This design comes from an exercise in tuning for small area, a short achievable clock period and few clock cycles per item on the open sky130 flow, not from production work.
In this exercise RTL edits were held to simulation tests only and were not proved equivalent to the original.

==> flow/design.v (excerpt) <==
module vrc_dec (
    input  wire        clk,
    input  wire        rst,
    input  wire        in_valid,
    output wire        in_ready,
    input  wire [31:0] in_data,
    input  wire [15:0] in_len,
    output reg         px_valid,
    output reg  [2:0]  px_count,
    output reg  [31:0] px_data,
    output reg         done,
    output reg  [2:0]  done_cause
);
    localparam S_HDR  = 3'd0,    
               S_DEC  = 3'd1,    
               S_RUN  = 3'd2,    
               S_END  = 3'd3,    
               S_FAIL = 3'd4;    
    reg  [2:0]  st;
    reg  [2:0]  cause;
    reg  [31:0] wreg;
    reg         wfull;
    reg  [13:0] wcnt;           
    reg  [15:0] blen;
    reg         blk_taken;      
    reg  [1:0]  w_hi;           
    reg         w_hdr, w_body, w_lastb;
    reg  [4:0]  w_trel;         
    reg         w_trl;
    wire [15:0] len_m1   = blen - 16'd1;
    wire [15:0] len_m9   = blen - 16'd9;
    wire [13:0] lastw    = len_m1[15:2];             
    wire [13:0] lastbw   = len_m9[15:2];             
    wire        hasbody  = (blen > 16'd24);
    wire [1:0]  nb_last  = len_m9[1:0];              
    wire [15:0] trel_in  = {wcnt, 2'b00} - blen + 16'd8;
    reg  [6:0]  avail;          
    wire        ring_free = !avail[6] && !(avail[5] && (avail[4:0] != 5'd0));
    wire        wgo      = wfull && (!w_body || ring_free || st == S_FAIL);
    assign in_ready = !blk_taken && (!wfull || wgo);
    wire        take     = in_valid && in_ready;
    wire        clr_ctx  = wgo && w_hdr && (w_hi == 2'd0);
    reg  [1:0]  mode;
    reg  [1:0]  pred_sel;
    reg         runoff;
    reg  [7:0]  fillv;
    reg  [5:0]  ppl;            
    reg  [6:0]  lines;          
    reg         hbad;
    wire [7:0]  wb0 = wreg[7:0];
  ...
export LEC_CHECK = 0
export CAP_MARGIN = 35
export CELL_PAD_IN_SITES_DETAIL_PLACEMENT = 1
export CELL_PAD_IN_SITES_GLOBAL_PLACEMENT = 2
export CORE_MARGIN = 2
export CORE_UTILIZATION = 45
export PLACE_DENSITY = 0.6
export SLEW_MARGIN = 35
export SYNTH_MEMORY_MAX_BITS = 65536
create_clock -name core_clock -period 22.0 [get_ports {clk}]
standard.sh (not shown) runs the stock make flow with config.mk's settings and CLKGATE_MAP_FILE= SYNTH_SCRIPT=/design/flow/synth_recipe.tcl, a recipe that flattens the netlist after the stock synthesis.
==> flow/flow/run.sh <==
#!/bin/bash
# The standard layout, with its timing repair aimed at a setup margin: the clock
# period and constraints stay the design's; repair_timing is asked to leave
# this much slack, so it keeps improving paths the 22 ns clock alone would not
# make it touch. The full make output goes to standard.log; ORFS keeps each
# step's own log under orfs/logs.
set -euo pipefail
bash standard.sh SETUP_SLACK_MARGIN=14 finish > standard.log 2>&1
Testbench counts at the start, summed over its fixed seeds: cycles 208,470, pixels 318,010.
Edit:
--- a/flow/config.mk
+++ b/flow/config.mk
@@ -10,6 +10,7 @@
 export CELL_PAD_IN_SITES_GLOBAL_PLACEMENT = 2
 export CORE_MARGIN = 2
-export CORE_UTILIZATION = 45
-export PLACE_DENSITY = 0.6
+export CORE_UTILIZATION = 40
+export CTS_BUF_LIST = sky130_fd_sc_hd__clkbuf_2 sky130_fd_sc_hd__clkbuf_4 sky130_fd_sc_hd__clkbuf_8
+export PLACE_DENSITY = 0.55
 export SLEW_MARGIN = 35
 export SYNTH_MEMORY_MAX_BITS = 65536
Result: The changed run completed with no timing, DRC or antenna violations; cell area rose by 0.36%; synthesized area does not change; setup slack gets better by 0.054 ns; register-to-register slack gets better by 0.05 ns; wire length rose by 1.7%; clock-buffer cell count rose by 224.
Edit:
--- a/flow/config.mk
+++ b/flow/config.mk
@@ -11,5 +11,4 @@
 export CORE_MARGIN = 2
 export CORE_UTILIZATION = 40
-export CTS_BUF_LIST = sky130_fd_sc_hd__clkbuf_2 sky130_fd_sc_hd__clkbuf_4 sky130_fd_sc_hd__clkbuf_8
 export PLACE_DENSITY = 0.55
 export SLEW_MARGIN = 35
The new run passed the timing, design-rule and antenna checks.
Wire length drops by 0.44%.
Count of clock-buffer cells in the layout fell by 236.
Worst setup slack is worse by 0.0036 ns.
Utilization barely changes.
Edit:
--- a/flow/config.mk
+++ b/flow/config.mk
@@ -10,6 +10,6 @@
 export CELL_PAD_IN_SITES_GLOBAL_PLACEMENT = 2
 export CORE_MARGIN = 2
-export CORE_UTILIZATION = 40
-export PLACE_DENSITY = 0.55
+export CORE_UTILIZATION = 50
+export PLACE_DENSITY = 0.65
 export SLEW_MARGIN = 35
 export SYNTH_MEMORY_MAX_BITS = 65536
The changed run went through all stages and came out clean.
Final area shrinks by 0.75%.
Wire length barely changes.
Die area is lower by 20%.
Clock skew fell by 0.014 ns.

* * *

## old
vrc_dec, a different RTL version from the one above (not shown whole).
For scale: roughly 10000 cells after synthesis, ~2000 flip-flops, ~120000 µm² of cells after synthesis.
export LEC_CHECK = 0
export CAP_MARGIN = 27
export CELL_PAD_IN_SITES_DETAIL_PLACEMENT = 1
export CELL_PAD_IN_SITES_GLOBAL_PLACEMENT = 2
export CORE_MARGIN = 2
export CORE_UTILIZATION = 40
export PLACE_DENSITY = 0.55
export SLEW_MARGIN = 27
export SYNTH_MEMORY_MAX_BITS = 65536
create_clock -name core_clock -period 22.0 [get_ports {clk}]
Scripts as last shown in full above: flow/flow/run.sh
Testbench counts of old, summed over its fixed seeds: cycles 208,470, pixels 318,010.
Modified inputs, new compared to old
Settings: SLEW_MARGIN changed from 27 to 35; CAP_MARGIN changed from 27 to 35.
==> comparison <==
Looking at launch point of the critical path, the s1[0]$_DFFE_PN_ result is from old; the x[2]$_DFFE_PN_ one comes from new. Final worst hold slack: new vs old up 0.021 ns. Per the comparison of new with old, wire length held steady, clock tree buffer count of the final layout shrank by 4.5%, non-clock buffer contribution to total cell area held steady, overall routing resource usage held steady, data arrival time of the critical path shrank by 0.03 ns.

* * *

Setup of run 1:
Another version of the RTL of vrc_dec (not shown whole).
For scale: about 11,000 cells after synthesis, ~2,000 flip-flops.
Settings: LEC_CHECK=0, CAP_MARGIN=35, CELL_PAD_IN_SITES_DETAIL_PLACEMENT=1, CELL_PAD_IN_SITES_GLOBAL_PLACEMENT=2, CORE_MARGIN=2, CORE_UTILIZATION=40, PLACE_DENSITY=0.55, SLEW_MARGIN=35, SYNTH_MEMORY_MAX_BITS=65536; clock period 22.0 ns.
==> flow/flow/run.sh <==
#!/bin/bash
# The standard layout, with its timing repair aimed at a setup margin: the clock
# period and constraints stay the design's; repair_timing is asked to leave
# this much slack, so it keeps improving paths the 22 ns clock alone would not
# make it touch. The full make output goes to standard.log; ORFS keeps each
# step's own log under orfs/logs.
set -euo pipefail
bash standard.sh SETUP_SLACK_MARGIN=12 finish > standard.log 2>&1
Testbench counts of run 1, summed over its fixed seeds: cycles 208,470, pixels 318,010.
Input changes introduced in run 2 (baseline for comparison: run 1):
-- flow/flow/run.sh --
<<< run 1, line 7
set -euo pipefail
bash standard.sh SETUP_SLACK_MARGIN=12 finish > standard.log 2>&1
>>> run 2, line 7
set -euo pipefail
bash standard.sh SETUP_SLACK_MARGIN=13 finish > standard.log 2>&1
- Compared with run 1, run 2 instantiates a larger number of cells.
- Minimum setup slack in the final design for run 2 is higher than for run 1.
- Run 1 has a lower global-route usage than run 2.
- Delta (run 2 minus run 1): first-pass GRT wire length went up.
- The area of all placed cells without fillers of run 2 was inferior to that of run 1.
- Changes observed in run 2 relative to run 1: fraction of standard cell area in multi-input logic lower.
- Looking at non-clock buffer count, run 2 sits 31% above run 1.

## separate check: timing with driven ports
How much do the figures lean on ideal ports? The routed layouts below were timed once more, with nothing changed but the port constraints.
Step 1 assumes that a clkbuf_16 drives the clock port and a buf_2 every other input.
Step 2, shift: input delay + t, output delay - t, t = (earliest + latest rising clock arrival at the registers) / 2. This alone moves slack from input paths to output paths.
Slacks: ideal / step 1 / step 2; pairs: ideal / step 1.
| run | t, ns | slack for setup (ns) | slew at the worst register clock pin (ns) |
|---|---|---|---|
| the first run of note 1 | 0.988 | 13.989 / 13.989 / 13.989 | 0.07 / 0.07 |
| the second run of note 1 | 1.143 | 14.043 / 14.032 / 14.043 | 0.07 / 0.07 |
| the third run of note 1 | 0.992 | 14.040 / 14.035 / 14.040 | 0.07 / 0.07 |
| the fourth run of note 1 | 0.982 | 13.648 / 13.648 / 13.648 | 0.08 / 0.08 |
| old | 1.001 | 14.181 / 14.125 / 14.181 | 0.07 / 0.07 |
| new | 1.004 | 14.174 / 14.174 / 14.174 | 0.07 / 0.07 |
| run 1 | 0.991 | 12.207 / 12.207 / 12.207 | 0.07 / 0.07 |
| run 2 | 0.995 | 13.224 / 13.224 / 13.224 | 0.07 / 0.07 |
After both steps every run listed still meets setup and hold.
